This is an optimization exercise on Yosys and OpenROAD, whose aim is small area, a short achievable clock period and few clock cycles per item, not a production implementation. At most, simulation tests tie the RTL to the original design; equivalence was not proved. For run 2, only the layout was checked, not whether the RTL still works.

===== flow/design.v =====
module aes256_sbox (
  input  wire [7:0] x,
  output reg  [7:0] y
);
  always @* begin
    case (x)
      8'h00: y = 8'h63;
      8'h01: y = 8'h7c;
      8'h02: y = 8'h77;
      8'h03: y = 8'h7b;
      8'h04: y = 8'hf2;
      8'h05: y = 8'h6b;
      8'h06: y = 8'h6f;
      8'h07: y = 8'hc5;
      8'h08: y = 8'h30;
      8'h09: y = 8'h01;
      8'h0a: y = 8'h67;
      8'h0b: y = 8'h2b;
      8'h0c: y = 8'hfe;
      8'h0d: y = 8'hd7;
      8'h0e: y = 8'hab;
      8'h0f: y = 8'h76;
      8'h10: y = 8'hca;
      8'h11: y = 8'h82;
      8'h12: y = 8'hc9;
      8'h13: y = 8'h7d;
      8'h14: y = 8'hfa;
      8'h15: y = 8'h59;
      8'h16: y = 8'h47;
      8'h17: y = 8'hf0;
      8'h18: y = 8'had;
      8'h19: y = 8'hd4;
      8'h1a: y = 8'ha2;
      8'h1b: y = 8'haf;
      8'h1c: y = 8'h9c;
      8'h1d: y = 8'ha4;
      8'h1e: y = 8'h72;
      8'h1f: y = 8'hc0;
      8'h20: y = 8'hb7;
      8'h21: y = 8'hfd;
      8'h22: y = 8'h93;
      8'h23: y = 8'h26;
      8'h24: y = 8'h36;
      8'h25: y = 8'h3f;
      8'h26: y = 8'hf7;
      8'h27: y = 8'hcc;
      8'h28: y = 8'h34;
      8'h29: y = 8'ha5;
      8'h2a: y = 8'he5;
      8'h2b: y = 8'hf1;
      8'h2c: y = 8'h71;
      8'h2d: y = 8'hd8;
      8'h2e: y = 8'h31;
      8'h2f: y = 8'h15;
      8'h30: y = 8'h04;
      8'h31: y = 8'hc7;
      8'h32: y = 8'h23;
      8'h33: y = 8'hc3;
      8'h34: y = 8'h18;
      8'h35: y = 8'h96;
      8'h36: y = 8'h05;
      8'h37: y = 8'h9a;
      8'h38: y = 8'h07;
      8'h39: y = 8'h12;
      8'h3a: y = 8'h80;
      8'h3b: y = 8'he2;
      8'h3c: y = 8'heb;
      8'h3d: y = 8'h27;
      8'h3e: y = 8'hb2;
      8'h3f: y = 8'h75;
      8'h40: y = 8'h09;
      8'h41: y = 8'h83;
      8'h42: y = 8'h2c;
      8'h43: y = 8'h1a;
      8'h44: y = 8'h1b;
      8'h45: y = 8'h6e;
      8'h46: y = 8'h5a;
      8'h47: y = 8'ha0;
      8'h48: y = 8'h52;
      8'h49: y = 8'h3b;
      8'h4a: y = 8'hd6;
      8'h4b: y = 8'hb3;
      8'h4c: y = 8'h29;
      8'h4d: y = 8'he3;
      8'h4e: y = 8'h2f;
      8'h4f: y = 8'h84;
      8'h50: y = 8'h53;
      8'h51: y = 8'hd1;
      8'h52: y = 8'h00;
      8'h53: y = 8'hed;
      8'h54: y = 8'h20;
      8'h55: y = 8'hfc;
      8'h56: y = 8'hb1;
      8'h57: y = 8'h5b;
      8'h58: y = 8'h6a;
      8'h59: y = 8'hcb;
      8'h5a: y = 8'hbe;
      8'h5b: y = 8'h39;
      8'h5c: y = 8'h4a;
      8'h5d: y = 8'h4c;
      8'h5e: y = 8'h58;
      8'h5f: y = 8'hcf;
      8'h60: y = 8'hd0;
      8'h61: y = 8'hef;
      8'h62: y = 8'haa;
      8'h63: y = 8'hfb;
      8'h64: y = 8'h43;
      8'h65: y = 8'h4d;
      8'h66: y = 8'h33;
      8'h67: y = 8'h85;
      8'h68: y = 8'h45;
      8'h69: y = 8'hf9;
      8'h6a: y = 8'h02;
      8'h6b: y = 8'h7f;
      8'h6c: y = 8'h50;
      8'h6d: y = 8'h3c;
      8'h6e: y = 8'h9f;
      8'h6f: y = 8'ha8;
      8'h70: y = 8'h51;
      8'h71: y = 8'ha3;
      8'h72: y = 8'h40;
      8'h73: y = 8'h8f;
      8'h74: y = 8'h92;
      8'h75: y = 8'h9d;
      8'h76: y = 8'h38;
      8'h77: y = 8'hf5;
      8'h78: y = 8'hbc;
      8'h79: y = 8'hb6;
      8'h7a: y = 8'hda;
      8'h7b: y = 8'h21;
      8'h7c: y = 8'h10;
      8'h7d: y = 8'hff;
      8'h7e: y = 8'hf3;
      8'h7f: y = 8'hd2;
      8'h80: y = 8'hcd;
      8'h81: y = 8'h0c;
      8'h82: y = 8'h13;
      8'h83: y = 8'hec;
      8'h84: y = 8'h5f;
      8'h85: y = 8'h97;
      8'h86: y = 8'h44;
      8'h87: y = 8'h17;
      8'h88: y = 8'hc4;
      8'h89: y = 8'ha7;
      8'h8a: y = 8'h7e;
      8'h8b: y = 8'h3d;
      8'h8c: y = 8'h64;
      8'h8d: y = 8'h5d;
      8'h8e: y = 8'h19;
      8'h8f: y = 8'h73;
      8'h90: y = 8'h60;
      8'h91: y = 8'h81;
      8'h92: y = 8'h4f;
      8'h93: y = 8'hdc;
      8'h94: y = 8'h22;
      8'h95: y = 8'h2a;
      8'h96: y = 8'h90;
      8'h97: y = 8'h88;
      8'h98: y = 8'h46;
      8'h99: y = 8'hee;
      8'h9a: y = 8'hb8;
      8'h9b: y = 8'h14;
      8'h9c: y = 8'hde;
      8'h9d: y = 8'h5e;
      8'h9e: y = 8'h0b;
      8'h9f: y = 8'hdb;
      8'ha0: y = 8'he0;
      8'ha1: y = 8'h32;
      8'ha2: y = 8'h3a;
      8'ha3: y = 8'h0a;
      8'ha4: y = 8'h49;
      8'ha5: y = 8'h06;
      8'ha6: y = 8'h24;
      8'ha7: y = 8'h5c;
      8'ha8: y = 8'hc2;
      8'ha9: y = 8'hd3;
      8'haa: y = 8'hac;
      8'hab: y = 8'h62;
      8'hac: y = 8'h91;
      8'had: y = 8'h95;
      8'hae: y = 8'he4;
      8'haf: y = 8'h79;
      8'hb0: y = 8'he7;
      8'hb1: y = 8'hc8;
      8'hb2: y = 8'h37;
      8'hb3: y = 8'h6d;
      8'hb4: y = 8'h8d;
      8'hb5: y = 8'hd5;
      8'hb6: y = 8'h4e;
      8'hb7: y = 8'ha9;
      8'hb8: y = 8'h6c;
      8'hb9: y = 8'h56;
      8'hba: y = 8'hf4;
      8'hbb: y = 8'hea;
      8'hbc: y = 8'h65;
      8'hbd: y = 8'h7a;
      8'hbe: y = 8'hae;
      8'hbf: y = 8'h08;
      8'hc0: y = 8'hba;
      8'hc1: y = 8'h78;
      8'hc2: y = 8'h25;
      8'hc3: y = 8'h2e;
      8'hc4: y = 8'h1c;
      8'hc5: y = 8'ha6;
      8'hc6: y = 8'hb4;
      8'hc7: y = 8'hc6;
      8'hc8: y = 8'he8;
      8'hc9: y = 8'hdd;
      8'hca: y = 8'h74;
      8'hcb: y = 8'h1f;
      8'hcc: y = 8'h4b;
      8'hcd: y = 8'hbd;
      8'hce: y = 8'h8b;
      8'hcf: y = 8'h8a;
      8'hd0: y = 8'h70;
      8'hd1: y = 8'h3e;
      8'hd2: y = 8'hb5;
      8'hd3: y = 8'h66;
      8'hd4: y = 8'h48;
      8'hd5: y = 8'h03;
      8'hd6: y = 8'hf6;
      8'hd7: y = 8'h0e;
      8'hd8: y = 8'h61;
      8'hd9: y = 8'h35;
      8'hda: y = 8'h57;
      8'hdb: y = 8'hb9;
      8'hdc: y = 8'h86;
      8'hdd: y = 8'hc1;
      8'hde: y = 8'h1d;
      8'hdf: y = 8'h9e;
      8'he0: y = 8'he1;
      8'he1: y = 8'hf8;
      8'he2: y = 8'h98;
      8'he3: y = 8'h11;
      8'he4: y = 8'h69;
      8'he5: y = 8'hd9;
      8'he6: y = 8'h8e;
      8'he7: y = 8'h94;
      8'he8: y = 8'h9b;
      8'he9: y = 8'h1e;
      8'hea: y = 8'h87;
      8'heb: y = 8'he9;
      8'hec: y = 8'hce;
      8'hed: y = 8'h55;
      8'hee: y = 8'h28;
      8'hef: y = 8'hdf;
      8'hf0: y = 8'h8c;
      8'hf1: y = 8'ha1;
      8'hf2: y = 8'h89;
      8'hf3: y = 8'h0d;
      8'hf4: y = 8'hbf;
      8'hf5: y = 8'he6;
      8'hf6: y = 8'h42;
      8'hf7: y = 8'h68;
      8'hf8: y = 8'h41;
      8'hf9: y = 8'h99;
      8'hfa: y = 8'h2d;
      8'hfb: y = 8'h0f;
      8'hfc: y = 8'hb0;
      8'hfd: y = 8'h54;
      8'hfe: y = 8'hbb;
      8'hff: y = 8'h16;
      default: y = 8'h00;
    endcase
  end
endmodule
module aes256_core (
  input  wire         clk,
  input  wire         rst,         
  input  wire         in_valid,
  output wire         in_ready,
  input  wire [255:0] in_key,
  input  wire [127:0] in_block,
  output reg          out_valid,
  input  wire         out_ready,
  output reg  [127:0] out_block
);
  reg         busy;
  reg [3:0]   round;       
  reg [127:0] state;
  reg [127:0] rk_prev;     
  reg [127:0] rk_cur;      
  assign in_ready = !busy && !out_valid;
  wire [127:0] sb;
  genvar i;
  generate
    for (i = 0; i < 16; i = i + 1) begin : g_sub
      aes256_sbox u_sbox (.x(state[127-8*i -: 8]), .y(sb[127-8*i -: 8]));
    end
  endgenerate
  wire [127:0] sr;
  generate
    for (i = 0; i < 16; i = i + 1) begin : g_shift
      localparam integer C = i / 4;
      localparam integer R = i % 4;
      localparam integer SRC = ((C + R) % 4) * 4 + R;
      assign sr[127-8*i -: 8] = sb[127-8*SRC -: 8];
    end
  endgenerate
  function [7:0] xtime(input [7:0] b);
    xtime = {b[6:0], 1'b0} ^ (b[7] ? 8'h1b : 8'h00);
  endfunction
  wire [127:0] mc;
  generate
    for (i = 0; i < 4; i = i + 1) begin : g_mix
      wire [7:0] a0 = sr[127-32*i -: 8];
      wire [7:0] a1 = sr[119-32*i -: 8];
      wire [7:0] a2 = sr[111-32*i -: 8];
      wire [7:0] a3 = sr[103-32*i -: 8];
      assign mc[127-32*i -: 8] = xtime(a0) ^ (xtime(a1) ^ a1) ^ a2 ^ a3;
      assign mc[119-32*i -: 8] = a0 ^ xtime(a1) ^ (xtime(a2) ^ a2) ^ a3;
      assign mc[111-32*i -: 8] = a0 ^ a1 ^ xtime(a2) ^ (xtime(a3) ^ a3);
      assign mc[103-32*i -: 8] = (xtime(a0) ^ a0) ^ a1 ^ a2 ^ xtime(a3);
    end
  endgenerate
  wire         last_round = (round == 4'd14);
  wire [127:0] round_out  = (last_round ? sr : mc) ^ rk_cur;
  wire [31:0] last_w  = rk_cur[31:0];
  wire        j_even  = round[0];           
  wire [31:0] sub_in  = j_even ? {last_w[23:0], last_w[31:24]} : last_w;
  wire [31:0] sub_out;
  generate
    for (i = 0; i < 4; i = i + 1) begin : g_ksub
      aes256_sbox u_sbox (.x(sub_in[31-8*i -: 8]), .y(sub_out[31-8*i -: 8]));
    end
  endgenerate
  reg [7:0] rcon;
  always @* begin
    case (round)
      4'd1:  rcon = 8'h01;
      4'd3:  rcon = 8'h02;
      4'd5:  rcon = 8'h04;
      4'd7:  rcon = 8'h08;
      4'd9:  rcon = 8'h10;
      4'd11: rcon = 8'h20;
      4'd13: rcon = 8'h40;
      default: rcon = 8'h00;
    endcase
  end
  wire [31:0] temp = sub_out ^ (j_even ? {rcon, 24'h000000} : 32'h00000000);
  wire [31:0] nw0  = rk_prev[127:96] ^ temp;
  wire [31:0] nw1  = rk_prev[95:64]  ^ nw0;
  wire [31:0] nw2  = rk_prev[63:32]  ^ nw1;
  wire [31:0] nw3  = rk_prev[31:0]   ^ nw2;
  wire [127:0] rk_next = {nw0, nw1, nw2, nw3};
  always @(posedge clk) begin
    if (rst) begin
      busy      <= 1'b0;
      round     <= 4'd0;
      out_valid <= 1'b0;
    end else begin
      if (out_valid && out_ready)
        out_valid <= 1'b0;
      if (in_valid && in_ready) begin
        busy  <= 1'b1;
        round <= 4'd1;
      end else if (busy) begin
        if (last_round) begin
          busy      <= 1'b0;
          round     <= 4'd0;
          out_valid <= 1'b1;
        end else begin
          round <= round + 4'd1;
        end
      end
    end
  end
  always @(posedge clk) begin
    if (in_valid && in_ready) begin
      state   <= in_block ^ in_key[255:128];
      rk_prev <= in_key[255:128];
      rk_cur  <= in_key[127:0];
    end else if (busy) begin
      state   <= round_out;
      rk_prev <= rk_cur;
      rk_cur  <= rk_next;
      if (last_round)
        out_block <= round_out;
    end
  end
endmodule

===== flow/run.sh =====
#!/bin/bash
# synth_recipe.tcl (not shown) runs the flow's synth.tcl, then flattens the netlist and writes it again
# the make line also repeats each setting of config.mk as NAME=value (left out here)
make -C /OpenROAD-flow-scripts/flow DESIGN_CONFIG=/design/flow/config.mk WORK_HOME=/design/flow/orfs CLKGATE_MAP_FILE= SYNTH_SCRIPT=/design/flow/synth_recipe.tcl finish

===== flow/config.mk =====
export PLATFORM = sky130hd
export DESIGN_NAME = aes256_core
export DESIGN_NICKNAME = aes256_core
export VERILOG_FILES = /design/flow/design.v
export SDC_FILE = /design/flow/constraint.sdc
export NUM_CORES = 4
export LEC_CHECK = 0
export CAP_MARGIN = 20
export CELL_PAD_IN_SITES_DETAIL_PLACEMENT = 2
export CELL_PAD_IN_SITES_GLOBAL_PLACEMENT = 4
export CORE_MARGIN = 2
export CORE_UTILIZATION = 25
export PLACE_DENSITY = 0.4
export SLEW_MARGIN = 20

===== flow/constraint.sdc =====
create_clock -name core_clock -period 8.0 [get_ports {clk}]
set_input_delay 1.6000 -clock core_clock [delete_from_list [all_inputs] [get_ports {clk}]]
set_output_delay 1.6000 -clock core_clock [all_outputs]
set_load 0.01 [all_outputs]

==> results of run 1 <==
## worst paths after layout
path                            cells past startpoint        endpoint  slack [ns]        from
worst max-delay path                               15  g_mix[2].a2[0]        1.22    round[0]
worst min-delay path                                2     rk_prev[16]        0.57  rk_cur[16]
worst max register to register                     15  g_mix[2].a2[0]        1.22    round[0]
worst min register to register                      2     rk_prev[16]        0.57  rk_cur[16]
## cell families after synthesis
family / count (synthesis)
fa+ha+maj: 277
xor+xnor: 779
buf+inv: 1808
simple gates: 5351
mux: 329
compound gates: 5602
flops: 646
## layout by cell type, fill, tap and decap left out, types with 107 or more instances in the layout
cell / Yosys / routed
o221ai_1: 164 / 164
xnor2_1: 373 / 368
and3_1: 148 / 138
nor2_1: 1389 / 1384
buf_4: 78 / 819
inv_1: 114 / 111
mux2i_1: 232 / 208
a21oi_1: 1179 / 1169
o21ai_0: 1278 / 1272
a311oi_1: 242 / 242
clkbuf_16: 0 / 107
nand3_1: 452 / 449
clkdlybuf4s50_1: 0 / 517
o311ai_0: 207 / 205
nand2_1: 2084 / 2077
ha_1: 277 / 277
o211ai_1: 350 / 350
xor2_1: 212 / 204
nor3_1: 567 / 563
dfxtp_1: 134 / 132
a221oi_1: 182 / 182
o2111ai_1: 116 / 116
or3_1: 124 / 124
a211oi_1: 345 / 342
xnor3_1: 140 / 140
a31oi_1: 292 / 292
o22ai_1: 164 / 164
edfxtp_1: 512 / 512
## through the flow
stage,worst slack (ns),utilization [%],TNS (ns),hold WS [ns]
floorplan,0.0469,-,0,0.538
global placement,-0.0489,28.0,-0.0489,0.552
detailed placement,0.860,28.1,0,0.559
CTS,1.35,28.9,0,0.572
global route,1.12,28.9,0,0.601
finish,1.22,28.9,0,0.567
## worst register-to-register path: stages (launching register included)
cell	delay (ns)
dfxtp_4	0.55
buf_4	0.39
nand4b_4	0.88
buf_4	0.62
and3_1	0.27
mux2i_1	0.14
and4_1	0.21
buf_4	0.28
clkinv_1	0.63
ha_1	0.69
nor2_1	0.53
a21oi_1	0.20
o22ai_1	0.19
o311a_1	0.19
nor3_1	0.10
a2111oi_2	0.79
## state kept, by name (all words and copies together) (netlist names)
register and cells:
round 4, g_mix.a3 32, g_mix.a0 32, rk_prev 128, out_block 128, g_mix.a1 32
rk_cur 128, out_valid 1, state 128, busy 1, g_mix.a2 32
## per-layer routing
metal / vias up / wire, µm / GRT usage, %
li1: 55900 / - / -
met1: 70600 / 347000 / 48.5
met2: 6844 / 375000 / 59.8
met3: 1663 / 61600 / 6.56
met4: 40 / 67200 / 25.0
met5: - / 264 / 0
## cell type report
| cell class | instances | area, µm² |
|---|---|---|
| well taps | 5497 | 6880 |
| repair buffers | 1377 | 12100 |
| inverters | 151 | 591 |
| clock buffers | 130 | 2820 |
| fillers | 48700 | 296000 |
| clock inverters | 62 | 727 |
| diodes | 26 | 65.1 |
| multi-input cells | 12300 | 79200 |
| flip-flops and latches | 646 | 18100 |
==> impl_metrics.ini, run 1 <==
[synthesis]
postSynth.asyncResetShare_pct = 0
synth_cell_types = 121
synthSimpleGateAreaFrac_pct = 23.0
synthTopCellsByCount = nand2_1 (2084), nor2_1 (1389), o21ai_0 (1278)
synth-edff-count = 512
post-synth-top-count-cell = nand2_1
synth_top_family_by_area = compound AO/OA/AOI/OAI gates
synth_compound_area_share_pct = 36.1
netlist.area_leader.share_pct = 14.7
synth_seq_cells = 646
synth-xor-area-share_pct = 9.03
yosysSeqAreaShare_pct = 17.3
synth_top_cell_by_area = edfxtp_1
yosys-mux-area-fraction_pct = 3.62
synthFlopType = edfxtp_1
synth_fa_ha_area_share_pct = 3.31
postSynthAreaPerCell_um2 = 7.08
synth.area.top_cells = edfxtp_1 (15%), nand2_1 (7.5%), o21ai_0 (6.1%), a21oi_1 (5.6%), nor2_1 (5.0%)
synthCells = 14800
ys_warn_count = 2
syn_area_um2 = 105000
synth_nets = 15500

[setup_path]
cp-end-kind = flop
worstPathRequired_ns = 8.74
path_cells = buf_4, nand4b_4, buf_4, and3_1, mux2i_1, and4_1, buf_4, clkinv_1, ha_1, nor2_1, a21oi_1, o22ai_1, o311a_1, nor3_1, a2111oi_2
cp_top_family = simple AND/OR/NAND/NOR gates
max_stage_delay_ns = 0.85
setup.worst_path.class = reg2reg
cpMaxStageDelayCell = nand4b_4
crit_buf_inv = 4
critPathMaxFanout = 40
start_kind = flop
crit_top_cell = buf_4
worstPathArrival_ns = 7.52

[die]
start_util_pct = 25.1
core_area_um2 = 417000
fp.dieH_um = 651
fp.dieW_um = 651
io_pins = 518
rows = 237
die-area_um2 = 424000

[flow_run]
max-cap-violations = 0

[placed_design]
gp_congestion = 1.02
dpl.cell_count = 20000
io_buffers = 517
place_area_um2 = 117000
dp_hpwl_um = 642000

[global_route]
grt_pass1_wl_um = 1170000
grt_max_degree = 135
antenna_found_initial = 48
grt_pass1_vias = 136000
grt.total_usage_pct = 38.3
grt-ovfl-total = 0

[timing]
min_period_ns = 6.78
max_freq_ghz = 0.148
skew_ns = 0.114
worst_pin_slew_ns = 1.23
final_max_slew_viol_count = 0
setup_viol = 0
rsz0062_at_grt = false
hold_viol = 0
period_share_pct = 84.7
max-slew-margin-rel_pct = 15.4

[drt]
first_pass_iters = 8
drtIter0Drc = 15900
drtAntennaViolNets = 0
viasPerCell = 6.68
drc_errors = 0
vias = 135000
wl_per_cell_um = 42.1
wl_um = 851000

[cells_and_area]
fin_area_um2 = 121000
layout-drive-gt1-share_pct = 9.37
fin_nets = 15300
fin_cells = 20200
syn_to_final_growth_pct = 15.2

[hold_path]
hold_class = reg2reg

[status]
status = finished clean

[clock_tree]
cts-buffers-inserted = 106
insertion_delay_ns = 0.95
hold_buffers = 0
cts_sinks = 646
clk_path_buf_depth = 4
post_cts_resized = 0
clockRootBuffer = clkbuf_16
cts_tree = built
cts.clk_slew.worst_paths_ns = 0.06
ctsHtreeMaxLevel = 3
cts_setup_buffers = 0
Testbench counts, summed over its fixed seeds: cycles 8,192, items 512.
==> inputs of run 2 (changes only) <==
--- a/flow/design.v
+++ b/flow/design.v
@@ -271,21 +271,36 @@
   output wire         in_ready,
   input  wire [255:0] in_key,
   input  wire [127:0] in_block,
-  output reg          out_valid,
+  output wire         out_valid,
   input  wire         out_ready,
-  output reg  [127:0] out_block
+  output wire [127:0] out_block
 );
-  reg         busy;
-  reg [3:0]   round;       
-  reg [127:0] state;
-  reg [127:0] rk_prev;     
-  reg [127:0] rk_cur;      
-  assign in_ready = !busy && !out_valid;
-  wire [127:0] sb;
   genvar i;
+  reg [127:0] s0;
+  reg [127:0] k0p;         
+  reg [127:0] k0c;         
+  reg [3:0]   r0;
+  reg         v0;          
+  reg         p0;          
+  reg         y0;          
+  reg [127:0] s1;
+  reg [127:0] k1p;
+  reg [127:0] k1c;
+  reg [31:0]  sw1;         
+  reg [3:0]   r1;
+  reg         v1;
+  reg         p1;
+  reg         y1;
+  reg         ov;
+  reg [127:0] ob;
+  reg         ir;
+  assign in_ready  = ir;
+  assign out_valid = ov;
+  assign out_block = ob;
+  wire [127:0] sb;
   generate
     for (i = 0; i < 16; i = i + 1) begin : g_sub
-      aes256_sbox u_sbox (.x(state[127-8*i -: 8]), .y(sb[127-8*i -: 8]));
+      aes256_sbox u_sbox (.x(s0[127-8*i -: 8]), .y(sb[127-8*i -: 8]));
     end
   endgenerate
   wire [127:0] sr;
@@ -297,27 +312,9 @@
       assign sr[127-8*i -: 8] = sb[127-8*SRC -: 8];
     end
   endgenerate
-  function [7:0] xtime(input [7:0] b);
-    xtime = {b[6:0], 1'b0} ^ (b[7] ? 8'h1b : 8'h00);
-  endfunction
-  wire [127:0] mc;
-  generate
-    for (i = 0; i < 4; i = i + 1) begin : g_mix
-      wire [7:0] a0 = sr[127-32*i -: 8];
-      wire [7:0] a1 = sr[119-32*i -: 8];
-      wire [7:0] a2 = sr[111-32*i -: 8];
-      wire [7:0] a3 = sr[103-32*i -: 8];
-      assign mc[127-32*i -: 8] = xtime(a0) ^ (xtime(a1) ^ a1) ^ a2 ^ a3;
-      assign mc[119-32*i -: 8] = a0 ^ xtime(a1) ^ (xtime(a2) ^ a2) ^ a3;
-      assign mc[111-32*i -: 8] = a0 ^ a1 ^ xtime(a2) ^ (xtime(a3) ^ a3);
-      assign mc[103-32*i -: 8] = (xtime(a0) ^ a0) ^ a1 ^ a2 ^ xtime(a3);
-    end
-  endgenerate
-  wire         last_round = (round == 4'd14);
-  wire [127:0] round_out  = (last_round ? sr : mc) ^ rk_cur;
-  wire [31:0] last_w  = rk_cur[31:0];
-  wire        j_even  = round[0];           
-  wire [31:0] sub_in  = j_even ? {last_w[23:0], last_w[31:24]} : last_w;
+  wire [31:0] last_w = k0c[31:0];
+  wire        j_even = r0[0];
+  wire [31:0] sub_in = j_even ? {last_w[23:0], last_w[31:24]} : last_w;
   wire [31:0] sub_out;
   generate
     for (i = 0; i < 4; i = i + 1) begin : g_ksub
@@ -326,7 +323,7 @@
   endgenerate
   reg [7:0] rcon;
   always @* begin
-    case (round)
+    case (r0)
       4'd1:  rcon = 8'h01;
       4'd3:  rcon = 8'h02;
       4'd5:  rcon = 8'h04;
@@ -337,45 +334,79 @@
       default: rcon = 8'h00;
     endcase
   end
-  wire [31:0] temp = sub_out ^ (j_even ? {rcon, 24'h000000} : 32'h00000000);
-  wire [31:0] nw0  = rk_prev[127:96] ^ temp;
-  wire [31:0] nw1  = rk_prev[95:64]  ^ nw0;
-  wire [31:0] nw2  = rk_prev[63:32]  ^ nw1;
-  wire [31:0] nw3  = rk_prev[31:0]   ^ nw2;
+  always @(posedge clk) begin
+    s1  <= sr;
+    k1p <= k0p;
+    k1c <= k0c;
+    sw1 <= sub_out ^ {rcon, 24'h000000};
+    r1  <= r0;
+  end
+  function [7:0] xtime(input [7:0] b);
+    xtime = {b[6:0], 1'b0} ^ (b[7] ? 8'h1b : 8'h00);
+  endfunction
+  wire [127:0] mc;
+  generate
+    for (i = 0; i < 4; i = i + 1) begin : g_mix
+      wire [7:0] a0 = s1[127-32*i -: 8];
+      wire [7:0] a1 = s1[119-32*i -: 8];
+      wire [7:0] a2 = s1[111-32*i -: 8];
+      wire [7:0] a3 = s1[103-32*i -: 8];
+      assign mc[127-32*i -: 8] = xtime(a0) ^ (xtime(a1) ^ a1) ^ a2 ^ a3;
+      assign mc[119-32*i -: 8] = a0 ^ xtime(a1) ^ (xtime(a2) ^ a2) ^ a3;
+      assign mc[111-32*i -: 8] = a0 ^ a1 ^ xtime(a2) ^ (xtime(a3) ^ a3);
+      assign mc[103-32*i -: 8] = (xtime(a0) ^ a0) ^ a1 ^ a2 ^ xtime(a3);
+    end
+  endgenerate
+  wire         last      = (r1 == 4'd14);
+  wire [127:0] round_out = (last ? s1 : mc) ^ k1c;
+  wire [31:0] nw0 = k1p[127:96] ^ sw1;
+  wire [31:0] nw1 = k1p[95:64]  ^ nw0;
+  wire [31:0] nw2 = k1p[63:32]  ^ nw1;
+  wire [31:0] nw3 = k1p[31:0]   ^ nw2;
   wire [127:0] rk_next = {nw0, nw1, nw2, nw3};
+  wire fin     = v1 && last;
+  wire can_out = !ov && (!p0 || (p1 && !y1));
+  wire to_out  = (fin || p1) && can_out;
+  wire park    = (fin || p1) && !can_out;
+  wire ov_n    = to_out || (ov && !out_ready);
+  wire p0_n    = !ir && park;
+  wire y1_n    = y0 && !to_out;
+  wire can_out_n = !ov_n && (!p0_n || (p0 && !y1_n));
+  wire ir_n    = (!v0 && !p0) || ((p0 || (v0 && r0 == 4'd14)) && can_out_n);
   always @(posedge clk) begin
     if (rst) begin
-      busy      <= 1'b0;
-      round     <= 4'd0;
-      out_valid <= 1'b0;
+      v0 <= 1'b0;
+      v1 <= 1'b0;
+      p0 <= 1'b0;
+      p1 <= 1'b0;
+      y0 <= 1'b0;
+      y1 <= 1'b0;
+      ov <= 1'b0;
+      ir <= 1'b1;
     end else begin
-      if (out_valid && out_ready)
-        out_valid <= 1'b0;
-      if (in_valid && in_ready) begin
-        busy  <= 1'b1;
-        round <= 4'd1;
-      end else if (busy) begin
-        if (last_round) begin
-          busy      <= 1'b0;
-          round     <= 4'd0;
-          out_valid <= 1'b1;
-        end else begin
-          round <= round + 4'd1;
-        end
-      end
+      v1 <= v0;
+      p1 <= p0;
+      y1 <= y1_n;
+      v0 <= ir ? in_valid : (v1 && !last);
+      p0 <= p0_n;
+      y0 <= p0_n && (fin ? p0 : y1);
+      ov <= ov_n;
+      ir <= ir_n;
     end
   end
   always @(posedge clk) begin
-    if (in_valid && in_ready) begin
-      state   <= in_block ^ in_key[255:128];
-      rk_prev <= in_key[255:128];
-      rk_cur  <= in_key[127:0];
-    end else if (busy) begin
-      state   <= round_out;
-      rk_prev <= rk_cur;
-      rk_cur  <= rk_next;
-      if (last_round)
-        out_block <= round_out;
+    if (ir) begin
+      s0  <= in_block ^ in_key[255:128];
+      k0p <= in_key[255:128];
+      k0c <= in_key[127:0];
+      r0  <= 4'd1;
+    end else begin
+      s0  <= round_out;
+      k0p <= k1c;
+      k0c <= park ? (p1 ? k1c : round_out) : rk_next;
+      r0  <= r1 + 4'd1;
     end
+    if (to_out)
+      ob <= p1 ? k1c : round_out;
   end
 endmodule
--- a/flow/config.mk
+++ b/flow/config.mk
@@ -11,4 +11,5 @@
 export CORE_MARGIN = 2
 export CORE_UTILIZATION = 25
 export PLACE_DENSITY = 0.4
+export SETUP_SLACK_MARGIN = 5
 export SLEW_MARGIN = 20
==> impl_metrics.ini, run 2 <==
[clock_tree]
cts_tree = built
clockRootBuffer = clkbuf_16
insertion_delay_ns = 0.94
cts_sinks = 944
ctsHtreeMaxLevel = 4
cts.clk_slew.worst_paths_ns = 0.06
clk_path_buf_depth = 4
cts-buffers-inserted = 139

[die]
fp.dieW_um = 639
fp.dieH_um = 639
start_util_pct = 25.1
core_area_um2 = 402000
die-area_um2 = 409000
rows = 233
io_pins = 518

[timing]
fin_setup_tns_ns = 0
max-slew-margin-rel_pct = 8.31
worst_pin_slew_ns = 1.38
final_max_slew_viol_count = 0
hold_viol = 0
period_share_pct = 44.6
setup_viol = 0
skew_ns = 0.0863
max_freq_ghz = 0.280
hold-worst-slack_ns = 0.302
rsz0062_at_grt = true
min_period_ns = 3.57

[global_route]
grt.total_usage_pct = 33.5
grt_max_degree = 178
grt_pass1_wl_um = 997000
grt_pass1_vias = 121000
grt-ovfl-total = 0
antenna_found_initial = 60

[drt]
wl_um = 729000
viasPerCell = 6.16
drtIter0Drc = 11100
drc_errors = 0
drtAntennaViolNets = 0
first_pass_iters = 7
vias = 119000
wl_per_cell_um = 37.6

[synthesis]
synthTopCellsByCount = nand2_1 (1405), o21ai_0 (1351), a21oi_1 (1295)
synth.area.top_cells = dfxtp_1 (16%), o21ai_0 (6.7%), a21oi_1 (6.4%), nand2_1 (5.2%), xor2_1 (4.5%)
synth_cell_types = 101
synth_seq_cells = 944
post-synth-top-count-cell = nand2_1
synth_nets = 14600
synth-edff-count = 128
postSynthAreaPerCell_um2 = 7.26
synthFlopType = dfxtp_1
ys_warn_count = 2
synthCells = 13900
postSynth.asyncResetShare_pct = 0
yosysSeqAreaShare_pct = 20.0
netlist.area_leader.share_pct = 16.2
syn_area_um2 = 101000
synth_top_cell_by_area = dfxtp_1

[hold_path]
hold_class = reg2reg

[placed_design]
gp_congestion = 0.932
dp_hpwl_um = 508000
io_buffers = 517

[cells_and_area]
layout-drive-gt1-share_pct = 19.6
syn_to_final_growth_pct = 25.4
final_util_pct = 31.5
fin_nets = 14600
layout_common_cells = nand2_1 (1342), a21oi_1 (1247), o21ai_0 (1229)
final_common_cell = nand2_1

[setup_path]
max_stage_delay_ns = 0.85
setup.worst_path.class = reg2out
crit_buf_inv = 1
start_kind = flop
cpMaxStageDelayCell = edfxtp_1
cp_top_family = flip-flops
worstPathArrival_ns = 1.97
path_cells = buf_2
cp-end-kind = primary output
worstPathRequired_ns = 6.40
critPathMaxFanout = 13

[status]
status = finished clean

[flow_run]
max-cap-violations = 0
## run 2: cell count changes in the layout (fill, tap and decap cells not counted), sizes merged, moves of 112 or more
cell,before,now
a21oi,1180,1295
clkdlybuf4s50,517,387
dfxtp,134,816
edfxtp,512,128
mux2,62,174
mux4,27,165
nand2,2088,1408
nand2b,91,263
nor2,1422,1209
nor2b,16,229
nor3,577,465
xor2,218,517
## run 2: layout make-up
| class | instances | area [µm²] |
|---|---|---|
| clock buffer | 195 | 4050 |
| antenna | 49 | 123 |
| sequential | 944 | 20400 |
| timing repair buffer | 1375 | 14400 |
| timing repair inverter | 7 | 56.3 |
| inverter | 196 | 1040 |
| clock inverter | 57 | 527 |
| fill | 45900 | 276000 |
| tap | 5287 | 6620 |
| multi-input combinational | 11300 | 79300 |
## run 2: logic make-up (layout without fill, tap and decap cells)
logic type	count (synthesis)	after routing	synth area share (%)
AO/OA/AOI/OAI	5089	5089	32.5
XOR/XNOR	905	905	9.09
adder cells (fa/ha/maj)	299	299	3.71
buffers and inverters	1706	1830	6.93
flip-flops	944	944	20.0
multiplexers	553	555	7.85
other	0	49	0
AND/OR/NAND/NOR	4405	4411	19.9
## run 2: path summary, 6_finish.rpt
| path | start | end | slack (ns) | cells past startpoint |
|---|---|---|---|---|
| max | ob[75] | out_block[75] | 4.43 | 1 |
| min | k0p[102] | k1p[102] | 0.30 | 0 |
| max reg2reg | r0[0] | sw1[3] | 4.79 | 17 |
| min reg2reg | k0p[102] | k1p[102] | 0.30 | 0 |
## run 2: timing repair
item | in CTS | in global routing
gates resized for setup | 1787 | 679
cloned | 32 | 27
endpoints found under the setup margin | 625 | 349
setup buffers | 269 | 184
hold buffers | 0 | 0
pin swaps | 87 | 146
## run 2: stage by stage
stage / std cells / setup WS, ns / instance area [µm²]
finish: 19400 / 4.43 / 127000
global route: 19400 / 4.30 / 127000
CTS: 19100 / 4.36 / 122000
detailed placement: 18600 / 3.38 / 110000
global placement: 18600 / 3.45 / 110000
floorplan: 13900 / 4.35 / 101000
## run 2: layer usage
layer | up-vias | GRT usage, % | share of wire, %
met4 | 24 | 15.3 | 5.5
met2 | 4370 | 54.9 | 46
li1 | 51500 | - | -
met3 | 1094 | 3.75 | 5.2
met1 | 62300 | 44.0 | 43
met5 | - | 0 | 0.023
==> inputs of run 3 (changes only) <==
--- a/flow/design.v
+++ b/flow/design.v
@@ -312,33 +312,17 @@
       assign sr[127-8*i -: 8] = sb[127-8*SRC -: 8];
     end
   endgenerate
-  wire [31:0] last_w = k0c[31:0];
-  wire        j_even = r0[0];
-  wire [31:0] sub_in = j_even ? {last_w[23:0], last_w[31:24]} : last_w;
   wire [31:0] sub_out;
   generate
     for (i = 0; i < 4; i = i + 1) begin : g_ksub
-      aes256_sbox u_sbox (.x(sub_in[31-8*i -: 8]), .y(sub_out[31-8*i -: 8]));
+      aes256_sbox u_sbox (.x(k0c[31-8*i -: 8]), .y(sub_out[31-8*i -: 8]));
     end
   endgenerate
-  reg [7:0] rcon;
-  always @* begin
-    case (r0)
-      4'd1:  rcon = 8'h01;
-      4'd3:  rcon = 8'h02;
-      4'd5:  rcon = 8'h04;
-      4'd7:  rcon = 8'h08;
-      4'd9:  rcon = 8'h10;
-      4'd11: rcon = 8'h20;
-      4'd13: rcon = 8'h40;
-      default: rcon = 8'h00;
-    endcase
-  end
   always @(posedge clk) begin
     s1  <= sr;
     k1p <= k0p;
     k1c <= k0c;
-    sw1 <= sub_out ^ {rcon, 24'h000000};
+    sw1 <= sub_out;
     r1  <= r0;
   end
   function [7:0] xtime(input [7:0] b);
@@ -359,7 +343,22 @@
   endgenerate
   wire         last      = (r1 == 4'd14);
   wire [127:0] round_out = (last ? s1 : mc) ^ k1c;
-  wire [31:0] nw0 = k1p[127:96] ^ sw1;
+  reg [7:0] rcon;
+  always @* begin
+    case (r1)
+      4'd1:  rcon = 8'h01;
+      4'd3:  rcon = 8'h02;
+      4'd5:  rcon = 8'h04;
+      4'd7:  rcon = 8'h08;
+      4'd9:  rcon = 8'h10;
+      4'd11: rcon = 8'h20;
+      4'd13: rcon = 8'h40;
+      default: rcon = 8'h00;
+    endcase
+  end
+  wire        j_even = r1[0];
+  wire [31:0] temp   = j_even ? ({sw1[23:0], sw1[31:24]} ^ {rcon, 24'h000000}) : sw1;
+  wire [31:0] nw0 = k1p[127:96] ^ temp;
   wire [31:0] nw1 = k1p[95:64]  ^ nw0;
   wire [31:0] nw2 = k1p[63:32]  ^ nw1;
   wire [31:0] nw3 = k1p[31:0]   ^ nw2;
@@ -406,7 +405,6 @@
       k0c <= park ? (p1 ? k1c : round_out) : rk_next;
       r0  <= r1 + 4'd1;
     end
-    if (to_out)
-      ob <= p1 ? k1c : round_out;
+    ob <= to_out ? (p1 ? k1c : round_out) : (ob & {128{ov}});
   end
 endmodule
==> flow/config.mk (replaced) <==
export PLATFORM = sky130hd
export DESIGN_NAME = aes256_core
export DESIGN_NICKNAME = aes256_core
export VERILOG_FILES = /design/flow/design.v
export SDC_FILE = /design/flow/constraint.sdc
export NUM_CORES = 4
export LEC_CHECK = 0
export ABC_AREA = 1
export CAP_MARGIN = 20
export CELL_PAD_IN_SITES_DETAIL_PLACEMENT = 2
export CELL_PAD_IN_SITES_GLOBAL_PLACEMENT = 4
export CORE_MARGIN = 2
export CORE_UTILIZATION = 40
export PLACE_DENSITY = 0.55
export SETUP_SLACK_MARGIN = 4.8
export SLEW_MARGIN = 20
==> impl_metrics.ini, run 3 <==
[status]
status = did not finish
failed_stage = 3_1_place_gp_skip_io
error_line = [ERROR GPL-0301] Utilization 123.409 % exceeds 100%.

[synthesis]
synthFlopType = dfxtp_1
postSynthAreaPerCell_um2 = 5.72
synth_nets = 17200
yosysSeqAreaShare_pct = 20.0
synth_top_cell_by_area = dfxtp_1
post-synth-top-count-cell = nand2_1
synthCells = 16500
synth_cell_types = 66
synth.area.top_cells = dfxtp_1 (20%), nand2_1 (20%), nand3_1 (14%), o21ai_0 (7.7%), inv_1 (5.6%)
ys_warn_count = 2
syn_area_um2 = 94600
netlist.area_leader.share_pct = 20.0
postSynth.asyncResetShare_pct = 0
synthTopCellsByCount = nand2_1 (4925), nand3_1 (2571), o21ai_0 (1456)
synth-edff-count = 0
synth_seq_cells = 944

[die]
rows = 178
fp.dieW_um = 490
start_util_pct = 40.2
fp.dieH_um = 490
-- run 3: changes by cell type after synthesis, sizes merged, moves of 366 or more --
cell    delta
nor3     -366
nand2   +3526
nand3   +2168
clkbuf   -441
a21oi    -654
inv     +1296
-- run 3: kinds of logic after synthesis --
family | synth area share (%)
simple gates | 39.5
xor+xnor | 4.36
buf+inv | 10.8
fa+ha+maj | 4.01
compound gates | 21.3
flops | 20.0
Testbench counts of run 3, summed over its fixed seeds: cycles 7,208, items 512.
==> inputs of run 4 (changes only) <==
==> flow/config.mk (replaced) <==
export PLATFORM = sky130hd
export DESIGN_NAME = aes256_core
export DESIGN_NICKNAME = aes256_core
export VERILOG_FILES = /design/flow/design.v
export SDC_FILE = /design/flow/constraint.sdc
export NUM_CORES = 4
export LEC_CHECK = 0
export ABC_AREA = 1
export CAP_MARGIN = 20
export CELL_PAD_IN_SITES_DETAIL_PLACEMENT = 1
export CELL_PAD_IN_SITES_GLOBAL_PLACEMENT = 1
export CORE_MARGIN = 2
export CORE_UTILIZATION = 40
export PLACE_DENSITY = 0.6
export SETUP_SLACK_MARGIN = 4.7
export SLEW_MARGIN = 20
==> impl_metrics.ini, run 4 <==
[setup_path]
cp-end-kind = flop
max_stage_delay_ns = 0.46
crit_buf_inv = 4
worstPathArrival_ns = 4.04
setup.worst_path.class = reg2reg
worstPathRequired_ns = 8.64
cpMaxStageDelayCell = ha_1
critPathMaxFanout = 14
cp_top_family = simple AND/OR/NAND/NOR gates
start_kind = flop
crit_top_cell = nand2_1
path_cells = buf_4, inv_1, ha_1, nor2_4, inv_1, nand2_1, inv_1, nand2_1, nand3_1, nand2_1, a21oi_1, o31ai_1, nand2_1, nand2_1, nand2_1

[clock_tree]
cts-buffers-inserted = 107
cts_sinks = 944
ctsHtreeMaxLevel = 3
cts_tree = built
insertion_delay_ns = 0.84
hold_buffers = 0
clockRootBuffer = clkbuf_16
clk_path_buf_depth = 3
cts.clk_slew.worst_paths_ns = 0.06

[placed_design]
place_area_um2 = 101000
place_ws_ns = 3.36
dp_hpwl_um = 460000
io_buffers = 517
gp_congestion = 1.12

[synthesis]
postSynthAreaPerCell_um2 = 5.72
synth.area.top_cells = dfxtp_1 (20%), nand2_1 (20%), nand3_1 (14%), o21ai_0 (7.7%), inv_1 (5.6%)
ys_warn_count = 2
post-synth-top-count-cell = nand2_1
synth_seq_cells = 944
synth_cell_types = 66
yosysSeqAreaShare_pct = 20.0
synthTopCellsByCount = nand2_1 (4925), nand3_1 (2571), o21ai_0 (1456)
postSynth.asyncResetShare_pct = 0
synthFlopType = dfxtp_1
netlist.area_leader.share_pct = 20.0
synth-edff-count = 0
synth_nets = 17200
synth_top_cell_by_area = dfxtp_1
syn_area_um2 = 94600
synthCells = 16500

[drt]
first_pass_iters = 6
drtIter0Drc = 20100
viasPerCell = 6.53
wl_um = 613000
wl_per_cell_um = 31.2
drc_errors = 0
drtAntennaViolNets = 0
vias = 128000

[die]
rows = 178
io_pins = 518
die-area_um2 = 240000
core_area_um2 = 235000
start_util_pct = 40.2
fp.dieW_um = 490
fp.dieH_um = 490

[timing]
finalWorstSetupSlack_ns = 4.61
rsz0062_at_grt = true
hold_viol = 0
skew_ns = 0.0861
period_share_pct = 42.4
max-slew-margin-rel_pct = 18.1
fin_setup_tns_ns = 0
max_freq_ghz = 0.295
final_max_slew_viol_count = 0
setup_viol = 0
hold-worst-slack_ns = 0.280
min_period_ns = 3.39
worst_pin_slew_ns = 1.21

[global_route]
grt_max_degree = 97
grt-ovfl-total = 0
grt_pass1_wl_um = 872000
grt.total_usage_pct = 48.2
antenna_found_initial = 61
grt_pass1_vias = 122000

[cells_and_area]
fin_area_um2 = 105000
layout-drive-gt1-share_pct = 3.92
fin_nets = 17100
syn_to_final_growth_pct = 11.1
layout_common_cells = nand2_1 (4924), nand3_1 (2566), o21ai_0 (1450)
final_common_cell = nand2_1
final_util_pct = 44.7

[hold_path]
hold_class = reg2reg

[flow_run]
max-cap-violations = 0

[status]
status = finished clean
[run 4: cell counts after synthesis]
Identical to the previous run, type by type.
[run 4: layer usage]
| layer | part of all wire (%) | track usage, % | up-vias |
|---|---|---|---|
| li1 | - | - | 55200 |
| met1 | 38 | 60.5 | 61000 |
| met2 | 40 | 69.1 | 9691 |
| met3 | 13 | 15.2 | 2212 |
| met4 | 8.9 | 34.7 | 54 |
| met5 | 0.057 | 0 | - |
[run 4: repair_timing]
| item | 4_1_cts | 5_1_grt |
|---|---|---|
| gates resized for setup | 210 | 32 |
| gates cloned | 5 | 0 |
| buffers inserted | 11 | 11 |
| hold endpoints to repair | 0 | 0 |
| pin swaps | 2 | 1 |
| endpoints found under the setup margin | 541 | 160 |
[run 4: layout make-up]
cell class | count | area (µm²)
fillers | 32700 | 130000
multi-input cells | 13100 | 65500
flip-flops and latches | 944 | 19000
repair buffers | 748 | 6940
inverters | 1499 | 5680
well taps | 3150 | 3940
clock buffers | 146 | 3050
clock inverters | 54 | 816
diodes | 23 | 57.6
[run 4: cells by family (layout without fill, tap and decap cells)]
| family | count (synthesis) | count (layout) | synth area share, % |
|---|---|---|---|
| DFF | 944 | 944 | 20.0 |
| AOI/OAI and AO/OA | 3418 | 3419 | 21.3 |
| xor gates and xnor gates | 466 | 466 | 4.36 |
| and+or+nand+nor | 8870 | 8871 | 39.5 |
| buffers and inverters | 2533 | 2447 | 10.8 |
| adders and majority gates | 303 | 303 | 4.01 |
| other | 0 | 23 | 0 |
[run 4: metrics by stage]
step                instances
floorplan               16500
global placement        19400
detailed placement      19400
CTS                     19600
global route            19600
finish                  19600
[run 4: final timing paths]
| path | start | end | slack, ns | depth (start not counted) |
|---|---|---|---|---|
| max reg2reg | s0[1] | s1[98] | 4.61 | 15 |
| min | k0p[101] | k1p[101] | 0.28 | 0 |
| max | s0[1] | s1[98] | 4.61 | 15 |
| min reg2reg | k0p[101] | k1p[101] | 0.28 | 0 |
==> inputs of run 5 (changes only) <==
--- a/flow/design.v
+++ b/flow/design.v
@@ -343,6 +343,8 @@
   endgenerate
   wire         last      = (r1 == 4'd14);
   wire [127:0] round_out = (last ? s1 : mc) ^ k1c;
+  wire [127:0] k0p_n     = ir ? in_key[255:128] : k1c;
+  wire [127:0] s0_n      = (ir ? in_block : (last ? s1 : mc)) ^ k0p_n;
   reg [7:0] rcon;
   always @* begin
     case (r1)
@@ -394,14 +396,12 @@
     end
   end
   always @(posedge clk) begin
+    s0  <= s0_n;
+    k0p <= k0p_n;
     if (ir) begin
-      s0  <= in_block ^ in_key[255:128];
-      k0p <= in_key[255:128];
       k0c <= in_key[127:0];
       r0  <= 4'd1;
     end else begin
-      s0  <= round_out;
-      k0p <= k1c;
       k0c <= park ? (p1 ? k1c : round_out) : rk_next;
       r0  <= r1 + 4'd1;
     end
--- a/flow/config.mk
+++ b/flow/config.mk
@@ -8,9 +8,10 @@
 export ABC_AREA = 1
 export CAP_MARGIN = 20
 export CELL_PAD_IN_SITES_DETAIL_PLACEMENT = 1
-export CELL_PAD_IN_SITES_GLOBAL_PLACEMENT = 1
+export CELL_PAD_IN_SITES_GLOBAL_PLACEMENT = 2
 export CORE_MARGIN = 2
-export CORE_UTILIZATION = 40
-export PLACE_DENSITY = 0.6
-export SETUP_SLACK_MARGIN = 4.7
+export CORE_UTILIZATION = 36
+export CTS_CLUSTER_SIZE = 30
+export PLACE_DENSITY = 0.55
+export SETUP_SLACK_MARGIN = 5
 export SLEW_MARGIN = 20
==> impl_metrics.ini, run 5 <==
[die]
io_pins = 518
die-area_um2 = 258000
start_util_pct = 36.1
fp.dieW_um = 508
core_area_um2 = 253000
fp.dieH_um = 508
rows = 185

[cells_and_area]
syn_to_final_growth_pct = 14.6
fin_nets = 16300
regArea_um2 = 19300
multi_input_area_um2 = 63900
fillers = 33900
layout_common_cells = nand2_1 (4211), nand3_1 (1937), o21ai_0 (1500)
layout-drive-gt1-share_pct = 7.45
fin_cells = 19100
final_common_cell = nand2_1
final_util_pct = 41.4

[timing]
final_max_slew_viol_count = 0
worst_pin_slew_ns = 1.21
max-slew-margin-rel_pct = 19.2
min_period_ns = 3.21
period_share_pct = 40.1
hold_viol = 0
fin_setup_tns_ns = 0
skew_ns = 0.0702
rsz0062_at_grt = true
max_freq_ghz = 0.312
setup_viol = 0

[clock_tree]
insertion_delay_ns = 0.86
hold_buffers = 0
cts_sinks = 944
cts.clk_slew.worst_paths_ns = 0.07
ctsHtreeMaxLevel = 3
cts-buffers-inserted = 111
clk_path_buf_depth = 3
cts_tree = built
clockRootBuffer = clkbuf_16

[status]
status = finished clean

[synthesis]
synth_nets = 16300
synth-edff-count = 0
yosysSeqAreaShare_pct = 20.6
synth.area.top_cells = dfxtp_1 (21%), nand2_1 (17%), nand3_1 (11%), o21ai_0 (8.4%), inv_1 (5.7%)
postSynth.asyncResetShare_pct = 0
syn_area_um2 = 91500
postSynthAreaPerCell_um2 = 5.86
synth_cell_types = 61
synth_seq_cells = 944
synthFlopType = dfxtp_1
synthTopCellsByCount = nand2_1 (4245), nand3_1 (1942), o21ai_0 (1544)
netlist.area_leader.share_pct = 20.6
synthCells = 15600
synth_top_cell_by_area = dfxtp_1
post-synth-top-count-cell = nand2_1
ys_warn_count = 2

[drt]
wl_met2_um = 255000
viasPerCell = 6.53
highest_layer = met5
wl_met1_um = 240000
drtAntennaViolNets = 0
drc_errors = 0
drtIter0Drc = 18700
wl_um = 631000
vias = 125000
wl_met3_um = 79100
first_pass_iters = 7
wl_per_cell_um = 33.1

[setup_path]
setup.worst_path.class = reg2reg
start_kind = flop
worstPathArrival_ns = 3.88
worstReg2RegStart = ir
worstPathRequired_ns = 8.67
startpoint = ir
cp-end-kind = flop
critPathMaxFanout = 143

[global_route]
grt_max_degree = 144
grt-ovfl-total = 0
grt.total_usage_pct = 46.4
grt_pass1_vias = 122000
grt_pass1_wl_um = 890000
antenna_found_initial = 82

[placed_design]
dp_hpwl_um = 472000
dpl.cell_count = 18700
gp_congestion = 1.11
io_buffers = 517

[hold_path]
hold_class = reg2reg
hp-start = k0p[1]

[flow_run]
max-cap-violations = 0
run 5: changes by cell type after synthesis, sizes merged, moves of 36 or more:
cell    previous run  this run
a21oi            641       699
buf              484       368
clkbuf           550       621
inv             1465      1424
mux2i              0        36
nand2           4934      4246
nand3           2571      1942
nand4            140       224
o211ai           499       445
o311ai            84       136
or2               43        90
xor2             261       393
run 5: per-stage QoR:
step           hold slack, ns  instance area, µm²  worst slack [ns]
2_1_floorplan           0.310               91500              5.65
3_3_place_gp            0.310               98600              2.52
3_5_place_dp            0.313               98600              2.40
4_1_cts                 0.282              104000              4.85
5_1_grt                 0.289              105000              4.85
6_report                0.274              105000              4.79
run 5: path summary, 6_finish.rpt:
path	cells past startpoint	endpoint	slack [ns]
min	0	k1p[1]	0.27
min reg2reg	0	k1p[1]	0.27
max	7	s0[19]	4.79
max reg2reg	7	s0[19]	4.79
run 5: metal layers:
metal,up-vias,track usage (%)
li1,52800,-
met1,60300,58.3
met2,9336,67.2
met3,2264,13.6
met4,64,33.1
met5,-,0
run 5: timing repair:
item,CTS,global route
resized for setup,890,247
gates cloned,7,1
setup endpoints to repair,652,313
pin swaps,5,13
buffers inserted,70,69
run 5: worst max-delay path: stages, from the launching register on:
cell	delay, ns
dfxtp_4	0.45
buf_4	0.23
buf_8	0.34
inv_12	0.20
buf_16	0.31
o21ai_0	0.44
inv_1	0.24
xor2_2	0.36
run 5: cell type report:
| class | count | share of cell area (%) |
|---|---|---|
| repair inverters | 3 | 0.0239 |
| well taps | 3366 | 4.02 |
| diodes | 33 | 0.0787 |
| clock inverters | 61 | 0.781 |
| clock buffers | 147 | 2.96 |
| inverters | 1455 | 5.45 |
| multi-input cells | 12200 | 61.0 |
| repair buffers | 866 | 7.37 |
| flip-flops and latches | 944 | 18.4 |
run 5: cells by family after synthesis:
| group | Yosys count | synth area share [%] |
|---|---|---|
| compound gates | 3567 | 23.3 |
| xor+xnor | 579 | 5.60 |
| fa+ha+maj | 303 | 4.14 |
| buf+inv | 2444 | 10.4 |
| flops | 944 | 20.6 |
| mux | 36 | 0.394 |
| simple gates | 7737 | 35.6 |
Testbench counts of run 5, summed over its fixed seeds: cycles 7,208, items 512.

==> afterwards: timing with drivers on the ports <==
The results above use ideal ports. As a check the final layouts listed here were re-extracted and re-timed, cells and wires unchanged. Step 1 (the two cells are an assumption about what drives the block):
set clk [get_ports {clk}]
set_driving_cell -lib_cell sky130_fd_sc_hd__clkbuf_16 $clk
set_driving_cell -lib_cell sky130_fd_sc_hd__buf_2 [delete_from_list [all_inputs] $clk]
Step 2 times the ports against the registers' clock, not the clock port: input delays grow and output delays shrink by t, the midpoint of the rising clock arrivals with the driver on. Slacks: ideal ports / drivers / drivers and shift; pairs: ideal ports / drivers.
run	t, ns	setup slack, ns	clock arrival spread, ns	worst register clock-pin slew, ns	worst data-port slew with drivers (ns)
run 1	1.004	1.221 / 1.221 / 0.710	0.114 / 0.114	0.08 / 0.08	0.36
run 2	0.996	4.432 / 4.327 / 4.429	0.087 / 0.087	0.08 / 0.08	0.32
run 4	0.904	4.606 / 4.606 / 4.357	0.087 / 0.088	0.08 / 0.08	0.14
run 5	0.903	4.794 / 4.794 / 4.515	0.071 / 0.071	0.08 / 0.08	0.30
After both steps every run listed still meets setup and hold. For run 1, which loses most, drivers alone change the setup slack by 0.000 ns; drivers and shift together by -0.511 ns.
